Source: an optimization exercise on an open RTL-to-GDS flow (aim: small area and a short achievable clock period). Production flows keep margins and buffers that such runs may drop. The RTL was checked by simulation tests, not by an equivalence proof against the original design.

Design quire_ecc, start of the top module:
module quire_ecc (
    input  wire         clk,
    input  wire         rst,
    input  wire         enc_in_valid,
    input  wire [127:0] enc_in_data,
    output reg          enc_out_valid,
    output reg  [144:0] enc_out_word,
    input  wire         dec_in_valid,
    input  wire [144:0] dec_in_word,
    output reg          dec_out_valid,
    output reg  [144:0] dec_out_word,
    output reg          dec_out_corr,
    output reg          dec_out_unc
);
Size in the first run: about 2,700 cells after synthesis, roughly 620 flip-flops, ~570 I/O pins.
clock: 22.0 ns
lec_check: 0
cap_margin: 50
core_margin: 2
core_utilization: 62
cts_buf_list: sky130_fd_sc_hd__clkbuf_8
cts_cluster_diameter: 50
cts_cluster_size: 15
slew_margin: 50
standard.sh (not shown) runs the stock make flow with config.mk's settings and CLKGATE_MAP_FILE= SYNTH_SCRIPT=/design/flow/synth_recipe.tcl, a recipe that flattens the netlist after the stock synthesis.
==> flow/flow/run.sh <==
#!/bin/bash
# The standard layout (standard.sh, the standard flow's own ORFS run), with these changes:
#  - synthesis is the standard flow's script (synth_recipe.tcl) unchanged except that
#    yosys's abc maps with flow/abc_area.script (area-oriented mapping, no
#    gate upsizing or buffering; registers are mapped by dfflibmap as before);
#  - the port buffers that ORFS inserts on every input and output are
#    sky130_fd_sc_hd__buf_1 instead of the cell buffer_ports picks by default;
#  - repair_timing aims for a setup slack margin, so that it sizes the
#    critical paths although the design's clock period is met anyway.
# The SDC, clock period and every other step are the standard flow's.
# Each tool's output goes to a log of its own here (synth.log, standard.log)
# and to ORFS's logs under orfs/logs.
set -euo pipefail
W="$(cd "$(dirname "$0")/.." && pwd)"
cd "$W"
export BUFFER_PORTS_ARGS="-buffer_cell sky130_fd_sc_hd__buf_1"
export SETUP_SLACK_MARGIN=16

cat > "$W/flow/synth_area.tcl" <<EOT
proc abc {args} {
  set i [lsearch \$args -script]
  if {\$i >= 0} { lset args [expr {\$i + 1}] $W/flow/abc_area.script }
  yosys abc {*}\$args
}
source $W/synth_recipe.tcl
EOT
sed "s#SYNTH_SCRIPT=[^ ]*#SYNTH_SCRIPT=$W/flow/synth_area.tcl#" standard.sh > "$W/flow/synth_step.sh"
bash "$W/flow/synth_step.sh" synth > synth.log 2>&1
bash standard.sh > standard.log 2>&1
==> flow/flow/abc_area.script <==
strash
dch
map -a
topo
Then changed:
--- a/flow/design.v
+++ b/flow/design.v
@@ -1102,22 +1102,26 @@
         r2_s1   <= r1_s1;
         r2_c    <= b_c;
         r2_zero <= ~b_s1nz & ~(|r1_s3);      
         r2_s1nz <= b_s1nz;
         r2_par  <= r1_par;
     end
     wire [7:0] c_y  = {r2_c[5] ^ r2_c[6], r2_c[4], r2_c[4] ^ r2_c[5], r2_c[3] ^ r2_c[4] ^ r2_c[5] ^ r2_c[6], r2_c[1] ^ r2_c[2] ^ r2_c[4] ^ r2_c[5] ^ r2_c[6], r2_c[0] ^ r2_c[4], r2_c[0] ^ r2_c[1] ^ r2_c[4] ^ r2_c[6], 1'b0};
     wire [7:0] c_x1 = tmul(r2_s1, c_y);
     wire [7:0] c_x2 = c_x1 ^ r2_s1;
+    wire       c_tr = ^(r2_c & 8'd128);                    
     wire       c_one  = r2_s1nz & ~(|r2_c);                
-    wire       c_two  = r2_s1nz & (|r2_c) & ~r2_par;       
-    wire c_en1 = c_two;
-    wire c_en2 = c_two | c_one;
+    wire       c_two  = r2_s1nz & (|r2_c) & ~c_tr & ~r2_par;  
+    localparam [255:0] POS = 256'hfb6a379b3e603b16892cfa2342a27cf5af77fa4eb4719aeffba33a4be44e45be;    
+    wire c_in1 = POS[c_x1];
+    wire c_in2 = POS[c_x2];
+    wire c_en1 = c_two & c_in1 & c_in2;
+    wire c_en2 = c_en1 | c_one;
     wire c_par = r2_zero & r2_par;               
     wire [15:0] c_h1, c_l1, c_h2, c_l2;
     genvar gi;
     generate
         for (gi = 0; gi < 16; gi = gi + 1) begin : g_pre
             assign c_h1[gi] = c_en1 & (c_x1[7:4] == gi);
             assign c_l1[gi] = (c_x1[3:0] == gi);
             assign c_h2[gi] = c_en2 & (c_x2[7:4] == gi);
             assign c_l2[gi] = (c_x2[3:0] == gi);
@@ -1262,20 +1266,20 @@
     assign c_flip[135] = (c_h1[1] & c_l1[3]) | (c_h2[1] & c_l2[3]);
     assign c_flip[136] = (c_h1[5] & c_l1[0]) | (c_h2[5] & c_l2[0]);
     assign c_flip[137] = (c_h1[15] & c_l1[15]) | (c_h2[15] & c_l2[15]);
     assign c_flip[138] = (c_h1[15] & c_l1[13]) | (c_h2[15] & c_l2[13]);
     assign c_flip[139] = (c_h1[11] & c_l1[15]) | (c_h2[11] & c_l2[15]);
     assign c_flip[140] = (c_h1[3] & c_l1[1]) | (c_h2[3] & c_l2[1]);
     assign c_flip[141] = (c_h1[7] & c_l1[4]) | (c_h2[7] & c_l2[4]);
     assign c_flip[142] = (c_h1[1] & c_l1[13]) | (c_h2[1] & c_l2[13]);
     assign c_flip[143] = (c_h1[10] & c_l1[14]) | (c_h2[10] & c_l2[14]);
-    assign c_flip[144] = c_par | (c_one & ~r2_par);
-    wire c_corr = c_par | c_one | c_two;
+    assign c_flip[144] = c_par | (c_one & c_in2 & ~r2_par);
+    wire c_corr = c_par | (c_one & c_in2) | c_en1;
     always @(posedge clk) begin
         if (rst)
             dec_out_valid <= 1'b0;
         else
             dec_out_valid <= r2_v;
         dec_out_word <= r2_w ^ c_flip;
         dec_out_corr <= c_corr;
         dec_out_unc  <= ~r2_zero & ~c_corr;
     end
Outcome:
- The new run completed with no timing, DRC or antenna violations
- design area increases by a few percent
- setup slack improves by 0.033 ns
- fmax is higher slightly
- critical path depth rises by 1
- worst hold slack gets better by 0.017 ns
- area after synthesis came out higher by a few percent
- synthesized cell count went up by a few percent
- routed wire length goes up by a little under a tenth
- non-clock buffer count climbs by 19

========
Setup of P:
Another version of the RTL of quire_ecc (not shown whole).
For scale: about 620 flip-flops, roughly 570 I/O pins, ~28000 um^2 of cells after synthesis.
==> flow/config.mk <==
export PLATFORM = sky130hd
export DESIGN_NAME = quire_ecc
export DESIGN_NICKNAME = quire_ecc
export VERILOG_FILES = /design/flow/design.v
export SDC_FILE = /design/flow/constraint.sdc
export NUM_CORES = 4
export LEC_CHECK = 0
export CAP_MARGIN = 50
export CORE_MARGIN = 2
export CORE_UTILIZATION = 55
export CTS_BUF_LIST = sky130_fd_sc_hd__clkbuf_8
export CTS_CLUSTER_DIAMETER = 50
export CTS_CLUSTER_SIZE = 15
export SLEW_MARGIN = 50
==> flow/constraint.sdc <==
create_clock -name core_clock -period 22.0 [get_ports {clk}]
set_input_delay 4.4000 -clock core_clock [delete_from_list [all_inputs] [get_ports {clk}]]
set_output_delay 4.4000 -clock core_clock [all_outputs]
set_load 0.01 [all_outputs]
Scripts as last shown in full above: flow/flow/run.sh, flow/flow/abc_area.script
P has completed all stages; timing, DRC and antenna checks passed.
Modified inputs, Q compared to P
--- a/flow/design.v
+++ b/flow/design.v
@@ -1074,20 +1074,16 @@
         r2_s1nz <= b_s1nz;
         r2_par  <= r1_par;
     end
     wire [7:0] c_y  = {r2_c[5] ^ r2_c[6], r2_c[4], r2_c[4] ^ r2_c[5], r2_c[3] ^ r2_c[4] ^ r2_c[5] ^ r2_c[6], r2_c[1] ^ r2_c[2] ^ r2_c[4] ^ r2_c[5] ^ r2_c[6], r2_c[0] ^ r2_c[4], r2_c[0] ^ r2_c[1] ^ r2_c[4] ^ r2_c[6], 1'b0};
     wire [7:0] c_x1 = tmul(r2_s1, c_y);
     wire [7:0] c_x2 = c_x1 ^ r2_s1;
-    wire       c_tr = ^(r2_c & 8'd128);                    
     wire       c_one  = r2_s1nz & ~(|r2_c);                
-    wire       c_two  = r2_s1nz & (|r2_c) & ~c_tr & ~r2_par;  
-    localparam [255:0] POS = 256'hfb6a379b3e603b16892cfa2342a27cf5af77fa4eb4719aeffba33a4be44e45be;    
-    wire c_in1 = POS[c_x1];
-    wire c_in2 = POS[c_x2];
-    wire c_en1 = c_two & c_in1 & c_in2;
-    wire c_en2 = c_en1 | c_one;
+    wire       c_two  = r2_s1nz & (|r2_c) & ~r2_par;       
+    wire c_en1 = c_two;
+    wire c_en2 = c_two | c_one;
     wire c_par = r2_zero & r2_par;               
     wire [15:0] c_h1, c_l1, c_h2, c_l2;
     genvar gi;
     generate
         for (gi = 0; gi < 16; gi = gi + 1) begin : g_pre
             assign c_h1[gi] = c_en1 & (c_x1[7:4] == gi);
@@ -1238,14 +1234,14 @@
     assign c_flip[138] = (c_h1[15] & c_l1[13]) | (c_h2[15] & c_l2[13]);
     assign c_flip[139] = (c_h1[11] & c_l1[15]) | (c_h2[11] & c_l2[15]);
     assign c_flip[140] = (c_h1[3] & c_l1[1]) | (c_h2[3] & c_l2[1]);
     assign c_flip[141] = (c_h1[7] & c_l1[4]) | (c_h2[7] & c_l2[4]);
     assign c_flip[142] = (c_h1[1] & c_l1[13]) | (c_h2[1] & c_l2[13]);
     assign c_flip[143] = (c_h1[10] & c_l1[14]) | (c_h2[10] & c_l2[14]);
-    assign c_flip[144] = c_par | (c_one & c_in2 & ~r2_par);
-    wire c_corr = c_par | (c_one & c_in2) | c_en1;
+    assign c_flip[144] = c_par | (c_one & ~r2_par);
+    wire c_corr = c_par | c_one | c_two;
     always @(posedge clk) begin
         if (rst)
             dec_out_valid <= 1'b0;
         else
             dec_out_valid <= r2_v;
         dec_out_word <= r2_w ^ c_flip;
--- outcome ---
- Going from P to Q, cell area after synthesis down 4.0%, core area -about 4.4%.
- Delta (Q minus P): share of the clock period used by the worst path after layout level.
- Going from P to Q, number of cells produced by synthesis shrank by a little under 10%.
- As of Q, final cell count without fillers had fallen by a few percent compared to P.

[re-timing with driven ports]
In the flow no input, the clock included, has a driving cell. The finished layouts below were timed again as built, in two steps.
Step 1 assumes that a clkbuf_16 drives the clock port and a buf_2 every other input.
Step 2, shift: input delay + t, output delay - t, t = (earliest + latest rising clock arrival at the registers) / 2. This alone moves slack from input paths to output paths.
a / b / c = no drivers / after step 1 / after step 2; a / b = the first two.
run	t (ns)	setup slack, ns	cell pins on the clock port's net
the first run of note 1	0.778	15.808 / 15.835 / 15.057	1
the second run of note 1	0.810	15.841 / 15.865 / 15.054	1
P	0.801	15.874 / 15.914 / 15.112	1
Q	0.784	15.892 / 15.912 / 15.127	1
After both steps every run listed still meets setup and hold. The setup slack of the second run of note 1, which loses most, moves by +0.024 ns with the drivers and by -0.787 ns with both steps.
